Context: an optimization exercise on an open-source flow, tuned for small area, a short achievable clock period and few clock cycles per item. The choices shown serve that exercise and are no tape-out recipe.
The RTL was checked by simulation tests, not by an equivalence proof against the original design.

==> run K <==
## crust_tag
module crust_tag (
    input  wire         clk,
    input  wire         rst,         
    input  wire         start,       
    input  wire [255:0] key,         
    input  wire [511:0] line,        
    input  wire [49:0]  addr,        
    input  wire [5:0]   kr,          
    output wire         ready,
    output reg          done,
    output wire [55:0]  tag
);
clock: 10.0 ns
lec_check: 0
cap_margin: 20
core_margin: 2
core_utilization: 30
place_density: 0.5
setup_slack_margin: 3
slew_margin: 20
standard.sh (not shown) runs the stock make flow with config.mk's settings and CLKGATE_MAP_FILE= SYNTH_SCRIPT=/design/flow/synth_recipe.tcl, a recipe that flattens the netlist after the stock synthesis.
==> flow/flow/run.sh <==
#!/bin/bash
# The standard ORFS layout with one change: Yosys's ABC maps the
# combinational logic with an area-oriented script (flow/abc_map.script)
# instead of ORFS's speed script. The synthesis otherwise runs unchanged
# (same synth.tcl, registers and names), and every later step is the
# standard flow; timing is then fixed by the flow's own repair.
set -euo pipefail
W=$(pwd)
rm -rf "$W/scripts"
cp -r "$FLOW_HOME/scripts" "$W/scripts"
cp "$W/flow/abc_map.script" "$W/scripts/abc_speed.script"
bash standard.sh synth SCRIPTS_DIR="$W/scripts" > "$W/synth.log" 2>&1
bash standard.sh finish SCRIPTS_DIR="$W/scripts" > "$W/layout.log" 2>&1
test -f "$W/out/final.def"
==> flow/flow/abc_map.script <==
strash
&get -n
&dch
&nf -R 1000
&put
topo
==> run H (differences from run K) <==
CORE_UTILIZATION = 25   (was 30)
PLACE_DENSITY = 0.4   (was 0.5)
SETUP_SLACK_MARGIN = 4   (was 3)
==> run R (differences from run K) <==
CAP_MARGIN = 10   (was 20)
CORE_UTILIZATION = 25   (was 30)
PLACE_DENSITY = 0.4   (was 0.5)
SETUP_SLACK_MARGIN = 4   (was 3)
SLEW_MARGIN = 10   (was 20)
==> run D (differences from run K) <==
CORE_UTILIZATION = 25   (was 30)
PLACE_DENSITY = 0.4   (was 0.5)
SETUP_SLACK_MARGIN = 3.5   (was 3)
==> run notes <==
Run K completed with no timing, DRC or antenna violations. Run R finished but failed the layout checks on capacitance limit, slew limit. Run H went through all stages and came out clean. Run D went through all stages and came out clean.
In synthesized cell count, run R and run D do not differ.
Count of clock-buffer cells in the layout, highest first: run D, run K, run H, run R.
In run H the utilization is higher than in run D, by 3.0 points.
In sequential cell count, run K and run D do not differ.
Of run D and run H, run D has the higher critical path depth (gap 1).
The highest via count belongs to run R, the lowest to run D.
The lowest cell count belongs to run K, the highest to run R.
Between run D and run R, the lower maximum frequency is in run D (gap 6.8%, measured against run R).
Testbench counts of run K, summed over its fixed seeds: cycles 18,816, items 384.
Testbench counts of run H, summed over its fixed seeds: cycles 18,816, items 384.
Testbench counts of run R, summed over its fixed seeds: cycles 18,816, items 384.
Testbench counts of run D, summed over its fixed seeds: cycles 18,816, items 384.

* * *

==> 11-25: inputs <==
Another version of the RTL of crust_tag (not shown whole).
==> flow/design.v (excerpt) <==
module crust_tag (
    input  wire         clk,
    input  wire         rst,         
    input  wire         start,       
    input  wire [255:0] key,         
    input  wire [511:0] line,        
    input  wire [49:0]  addr,        
    input  wire [5:0]   kr,          
    output wire         ready,
    output reg          done,
    output wire [55:0]  tag
);
==> module crust_tag, before the edit <==
module crust_tag (
    input  wire         clk,
    input  wire         rst,         
    input  wire         start,       
    input  wire [255:0] key,         
    input  wire [511:0] line,        
    input  wire [49:0]  addr,        
    input  wire [5:0]   kr,          
    output wire         ready,
    output reg          done,
    output wire [55:0]  tag
);
    localparam integer D    = 32;            
    localparam integer NDIG = 128 / D;       
    localparam integer LDIG = 2;             
    localparam [1:0] S_IDLE  = 2'd0,
                     S_AES_H = 2'd1,
                     S_GHASH = 2'd2,
                     S_AES_T = 2'd3;
    reg [1:0]   fsm;
    reg [3:0]   round;       
    reg [2:0]   blk;         
    reg [LDIG-1:0] dig;      
    reg [127:0] aes_st;      
    reg [127:0] rk_prev;     
    reg [127:0] rk_cur;      
    function [127:0] line_block(input [511:0] l, input [1:0] j);
        integer b;
        begin
            for (b = 0; b < 16; b = b + 1)
                line_block[127-8*b -: 8] = l[8*(16*j+b) +: 8];
        end
    endfunction
    wire [55:0]  a_bytes = {6'b0, addr};
    wire [127:0] blk_a;
    genvar gi;
    generate
        for (gi = 0; gi < 7; gi = gi + 1) begin : g_ablk
            assign blk_a[127-8*gi -: 8] = a_bytes[8*gi +: 8];
        end
    endgenerate
    assign blk_a[71:64] = {2'b00, kr};
    assign blk_a[63:0]  = 64'h0;
    reg [127:0] next_block;
    always @(*) begin
        case (blk)
            3'd0:    next_block = line_block(line, 2'd1);
            3'd1:    next_block = line_block(line, 2'd2);
            3'd2:    next_block = line_block(line, 2'd3);
            default: next_block = blk_a;
        endcase
    end
    function [7:0] rcon_of(input [3:0] r);
        case (r)
            4'd1:    rcon_of = 8'h01;
            4'd3:    rcon_of = 8'h02;
            4'd5:    rcon_of = 8'h04;
            4'd7:    rcon_of = 8'h08;
            4'd9:    rcon_of = 8'h10;
            4'd11:   rcon_of = 8'h20;
            4'd13:   rcon_of = 8'h40;
            default: rcon_of = 8'h00;
        endcase
    endfunction
    wire [127:0] round_out;
    wire [127:0] rk_next;
    crust_aes_round u_round (
        .state_in  (aes_st),
        .rk_cur    (rk_cur),
        .rk_prev   (rk_prev),
        .last      (round == 4'd14),
        .even_next (round[0]),
        .rcon      (rcon_of(round)),
        .state_out (round_out),
        .rk_next   (rk_next)
    );
    wire [127:0] gz_next;
    crust_ghash_step u_ghash (
        .z_in   (rk_prev),
        .h      (aes_st),
        .x_bits (rk_cur[D-1:0]),
        .first  (dig == {LDIG{1'b0}}),
        .z_out  (gz_next)
    );
    assign ready = (fsm == S_IDLE);
    generate
        for (gi = 0; gi < 7; gi = gi + 1) begin : g_tag
            assign tag[8*gi +: 8] = aes_st[127-8*gi -: 8];
        end
    endgenerate
    always @(posedge clk) begin
        if (rst) begin
            fsm  <= S_IDLE;
            done <= 1'b0;
        end else begin
            done <= 1'b0;
            case (fsm)
                S_IDLE: begin
                    if (start) begin
                        aes_st  <= key[255:128];     
                        rk_prev <= key[255:128];
                        rk_cur  <= key[127:0];
                        round   <= 4'd1;
                        fsm     <= S_AES_H;
                    end
                end
                S_AES_H: begin
                    aes_st  <= round_out;
                    rk_prev <= rk_cur;
                    rk_cur  <= rk_next;
                    round   <= round + 4'd1;
                    if (round == 4'd14) begin
                        rk_cur <= line_block(line, 2'd0);
                        blk    <= 3'd0;
                        dig    <= {LDIG{1'b0}};
                        fsm    <= S_GHASH;
                    end
                end
                S_GHASH: begin
                    dig     <= dig + 1'b1;
                    rk_prev <= gz_next;
                    rk_cur  <= rk_cur >> D;
                    if (dig == NDIG - 1) begin
                        rk_cur <= gz_next ^ next_block;
                        blk    <= blk + 3'd1;
                        if (blk == 3'd4) begin
                            aes_st  <= gz_next ^ {8'h01, 120'h0} ^ key[255:128];
                            rk_prev <= key[255:128];
                            rk_cur  <= key[127:0];
                            round   <= 4'd1;
                            fsm     <= S_AES_T;
                        end
                    end
                end
                S_AES_T: begin
                    aes_st  <= round_out;
                    rk_prev <= rk_cur;
                    rk_cur  <= rk_next;
                    round   <= round + 4'd1;
                    if (round == 4'd14) begin
                        done <= 1'b1;
                        fsm  <= S_IDLE;
                    end
                end
                default: fsm <= S_IDLE;
            endcase
        end
    end
endmodule
Settings: LEC_CHECK=0, CAP_MARGIN=20, CORE_MARGIN=2, CORE_UTILIZATION=50, PLACE_DENSITY=0.65, SETUP_SLACK_MARGIN=4, SLEW_MARGIN=20; clock period 10.0 ns.
==> flow/flow/abc_map.script <==
strash
dch
map -a
topo
Scripts as last shown in full above: flow/flow/run.sh
==> 01-27: changes against 11-25 <==
--- a/flow/design.v
+++ b/flow/design.v
@@ -5218,52 +5218,46 @@
             case (fsm)
-                S_IDLE: begin
-                    if (start) begin
-                        aes_st  <= key[255:128];     
+                S_IDLE:  if (start) fsm <= S_AES_H;
+                S_AES_H: if (round == 4'd14) fsm <= S_GHASH;
+                S_GHASH: if (dig == NDIG - 1 && blk == 3'd4) fsm <= S_AES_T;
+                default: if (round == 4'd14) begin
+                             done <= 1'b1;
+                             fsm  <= S_IDLE;
+                         end
+            endcase
+        end
+    end
+    always @(posedge clk) begin
+        case (fsm)
+            S_IDLE: begin
+                aes_st  <= key[255:128];     
+                rk_prev <= key[255:128];
+                rk_cur  <= key[127:0];
+                round   <= 4'd1;
+                blk     <= 3'd0;
+                dig     <= {LDIG{1'b0}};
+            end
+            S_GHASH: begin
+                dig     <= dig + 1'b1;
+                rk_prev <= gz_next;
+                rk_cur  <= rk_cur >> D;
+                round   <= 4'd1;
+                if (dig == NDIG - 1) begin
+                    rk_cur <= gz_next ^ next_block;
+                    blk    <= blk + 3'd1;
+                    if (blk == 3'd4) begin
+                        aes_st  <= gz_next ^ {8'h01, 120'h0} ^ key[255:128];
                         rk_prev <= key[255:128];
                         rk_cur  <= key[127:0];
-                        round   <= 4'd1;
-                        fsm     <= S_AES_H;
                     end
                 end
-                S_AES_H: begin
-                    aes_st  <= round_out;
-                    rk_prev <= rk_cur;
-                    rk_cur  <= rk_next;
-                    round   <= round + 4'd1;
-                    if (round == 4'd14) begin
-                        rk_cur <= line_block(line, 2'd0);
-                        blk    <= 3'd0;
-                        dig    <= {LDIG{1'b0}};
-                        fsm    <= S_GHASH;
-                    end
-                end
-                S_GHASH: begin
-                    dig     <= dig + 1'b1;
-                    rk_prev <= gz_next;
-                    rk_cur  <= rk_cur >> D;
-                    if (dig == NDIG - 1) begin
-                        rk_cur <= gz_next ^ next_block;
-                        blk    <= blk + 3'd1;
-                        if (blk == 3'd4) begin
-                            aes_st  <= gz_next ^ {8'h01, 120'h0} ^ key[255:128];
-                            rk_prev <= key[255:128];
-                            rk_cur  <= key[127:0];
-                            round   <= 4'd1;
-                            fsm     <= S_AES_T;
-                        end
-                    end
-                end
-                S_AES_T: begin
-                    aes_st  <= round_out;
-                    rk_prev <= rk_cur;
-                    rk_cur  <= rk_next;
-                    round   <= round + 4'd1;
-                    if (round == 4'd14) begin
-                        done <= 1'b1;
-                        fsm  <= S_IDLE;
-                    end
-                end
-                default: fsm <= S_IDLE;
-            endcase
-        end
+            end
+            default: begin
+                aes_st  <= round_out;
+                rk_prev <= rk_cur;
+                rk_cur  <= (fsm == S_AES_H && round == 4'd14) ? line_block(line, 2'd0) : rk_next;
+                round   <= round + 4'd1;
+                blk     <= 3'd0;
+                dig     <= {LDIG{1'b0}};
+            end
+        endcase
     end
==> flow/flow/abc_map.script (replaced) <==
strash
&get -n
&dch
&nf -R 1000
&put
topo
- CORE_UTILIZATION: 50 -> 25
- PLACE_DENSITY: 0.65 -> 0.4
- SETUP_SLACK_MARGIN: 4 -> 3
==> 01-23: changes against 11-25 <==
--- a/flow/design.v
+++ b/flow/design.v
@@ -5218,52 +5218,46 @@
             case (fsm)
-                S_IDLE: begin
-                    if (start) begin
-                        aes_st  <= key[255:128];     
+                S_IDLE:  if (start) fsm <= S_AES_H;
+                S_AES_H: if (round == 4'd14) fsm <= S_GHASH;
+                S_GHASH: if (dig == NDIG - 1 && blk == 3'd4) fsm <= S_AES_T;
+                default: if (round == 4'd14) begin
+                             done <= 1'b1;
+                             fsm  <= S_IDLE;
+                         end
+            endcase
+        end
+    end
+    always @(posedge clk) begin
+        case (fsm)
+            S_IDLE: begin
+                aes_st  <= key[255:128];     
+                rk_prev <= key[255:128];
+                rk_cur  <= key[127:0];
+                round   <= 4'd1;
+                blk     <= 3'd0;
+                dig     <= {LDIG{1'b0}};
+            end
+            S_GHASH: begin
+                dig     <= dig + 1'b1;
+                rk_prev <= gz_next;
+                rk_cur  <= rk_cur >> D;
+                round   <= 4'd1;
+                if (dig == NDIG - 1) begin
+                    rk_cur <= gz_next ^ next_block;
+                    blk    <= blk + 3'd1;
+                    if (blk == 3'd4) begin
+                        aes_st  <= gz_next ^ {8'h01, 120'h0} ^ key[255:128];
                         rk_prev <= key[255:128];
                         rk_cur  <= key[127:0];
-                        round   <= 4'd1;
-                        fsm     <= S_AES_H;
                     end
                 end
-                S_AES_H: begin
-                    aes_st  <= round_out;
-                    rk_prev <= rk_cur;
-                    rk_cur  <= rk_next;
-                    round   <= round + 4'd1;
-                    if (round == 4'd14) begin
-                        rk_cur <= line_block(line, 2'd0);
-                        blk    <= 3'd0;
-                        dig    <= {LDIG{1'b0}};
-                        fsm    <= S_GHASH;
-                    end
-                end
-                S_GHASH: begin
-                    dig     <= dig + 1'b1;
-                    rk_prev <= gz_next;
-                    rk_cur  <= rk_cur >> D;
-                    if (dig == NDIG - 1) begin
-                        rk_cur <= gz_next ^ next_block;
-                        blk    <= blk + 3'd1;
-                        if (blk == 3'd4) begin
-                            aes_st  <= gz_next ^ {8'h01, 120'h0} ^ key[255:128];
-                            rk_prev <= key[255:128];
-                            rk_cur  <= key[127:0];
-                            round   <= 4'd1;
-                            fsm     <= S_AES_T;
-                        end
-                    end
-                end
-                S_AES_T: begin
-                    aes_st  <= round_out;
-                    rk_prev <= rk_cur;
-                    rk_cur  <= rk_next;
-                    round   <= round + 4'd1;
-                    if (round == 4'd14) begin
-                        done <= 1'b1;
-                        fsm  <= S_IDLE;
-                    end
-                end
-                default: fsm <= S_IDLE;
-            endcase
-        end
+            end
+            default: begin
+                aes_st  <= round_out;
+                rk_prev <= rk_cur;
+                rk_cur  <= (fsm == S_AES_H && round == 4'd14) ? line_block(line, 2'd0) : rk_next;
+                round   <= round + 4'd1;
+                blk     <= 3'd0;
+                dig     <= {LDIG{1'b0}};
+            end
+        endcase
     end
==> flow/flow/abc_map.script (replaced) <==
strash
&get -n
&dch
&nf -R 1000
&put
topo
- CORE_UTILIZATION: 50 -> 30
- PLACE_DENSITY: 0.65 -> 0.5
==> comparison table <==
Status: 01-27 finished clean; 11-25 aborted with a tool error; 01-23 finished clean
Stage where the flow stopped: 01-27 -; 11-25 5_1_grt; 01-23 -
Worst min-delay path category: 01-27 reg2reg; 11-25 -; 01-23 reg2reg
Fraction of layout instances using a drive strength above 1: 01-27 9.26%; 11-25 -; 01-23 20.3%
Multi-input combinational area share: 01-27 71.1%; 11-25 -; 01-23 70.5%
Die X: 01-27 578 um; 11-25 431 um; 01-23 528 um
Die Outline Area: 01-27 334000 um^2; 11-25 -; 01-23 279000 um^2
Transition time at the pin with the least slew margin: 01-27 1400 ps; 11-25 -; 01-23 1370 ps
Critical path launch point: 01-27 rk_cur[22]$_DFF_P_; 11-25 -; 01-23 rk_cur[12]$_DFF_P_
Top routing layer in use: 01-27 met5; 11-25 -; 01-23 met5
Library cell occupying the most area in the post-synthesis netlist: 01-27 sky130_fd_sc_hd__xnor2_1; 11-25 sky130_fd_sc_hd__xor2_1; 01-23 sky130_fd_sc_hd__xnor2_1
Clock buf count: 01-27 99; 11-25 -; 01-23 83
Register share of the cell area: 01-27 8.59%; 11-25 -; 01-23 7.63%
# Post-CTS Setup Buffers: 01-27 55; 11-25 738; 01-23 304
Post-route cell area: 01-27 107000 um^2; 11-25 -; 01-23 121000 um^2
Minimum period implied by the final worst setup slack: 01-27 7100 ps; 11-25 -; 01-23 6310 ps
Fraction of synthesized cell area taken by the top area cell type: 01-27 43.9%; 11-25 26.8%; 01-23 43.9%
Critical Path Start Type: 01-27 flop; 11-25 -; 01-23 flop
Starting Density: 01-27 25.2%; 11-25 50.3%; 01-23 30.1%
Testbench counts of 11-25, summed over its fixed seeds: cycles 18,816, items 384.
Testbench counts of 01-27, summed over its fixed seeds: cycles 18,816, items 384.
Testbench counts of 01-23, summed over its fixed seeds: cycles 18,816, items 384.

## re-timing with driven ports
In the flow no input, the clock included, has a driving cell. The finished layouts below were timed again as built, in two steps.
Step 1: set_driving_cell puts a clkbuf_16 on clk and a buf_2 on each other input, an assumption about the parent block.
Step 2 adds t to the input delays and takes it off the output delays; t is the mean of the earliest and latest rising clock arrival at the registers after step 1. Input paths then give back, and output paths get back, about the clock's delay inside the block.
a / b / c = ideal / step 1 / step 2; a / b = the first two.
| run | t, ns | setup slack, ns | hold slack, ns | cell pins on the clock port's net |
|---|---|---|---|---|
| run K | 0.843 | 2.761 / 2.761 / 2.761 | 0.511 / 0.511 / 0.511 | 1 |
| run H | 0.808 | 3.691 / 3.691 / 3.691 | 0.496 / 0.496 / 0.496 | 1 |
| run R | 0.804 | 3.742 / 3.742 / 3.742 | 0.493 / 0.493 / 0.493 | 1 |
| run D | 0.809 | 3.283 / 3.283 / 3.283 | 0.507 / 0.507 / 0.507 | 1 |
| 01-27 | 0.814 | 2.900 / 2.900 / 2.900 | 0.494 / 0.494 / 0.494 | 1 |
| 01-23 | 0.862 | 3.688 / 3.688 / 3.688 | 0.499 / 0.499 / 0.499 | 1 |
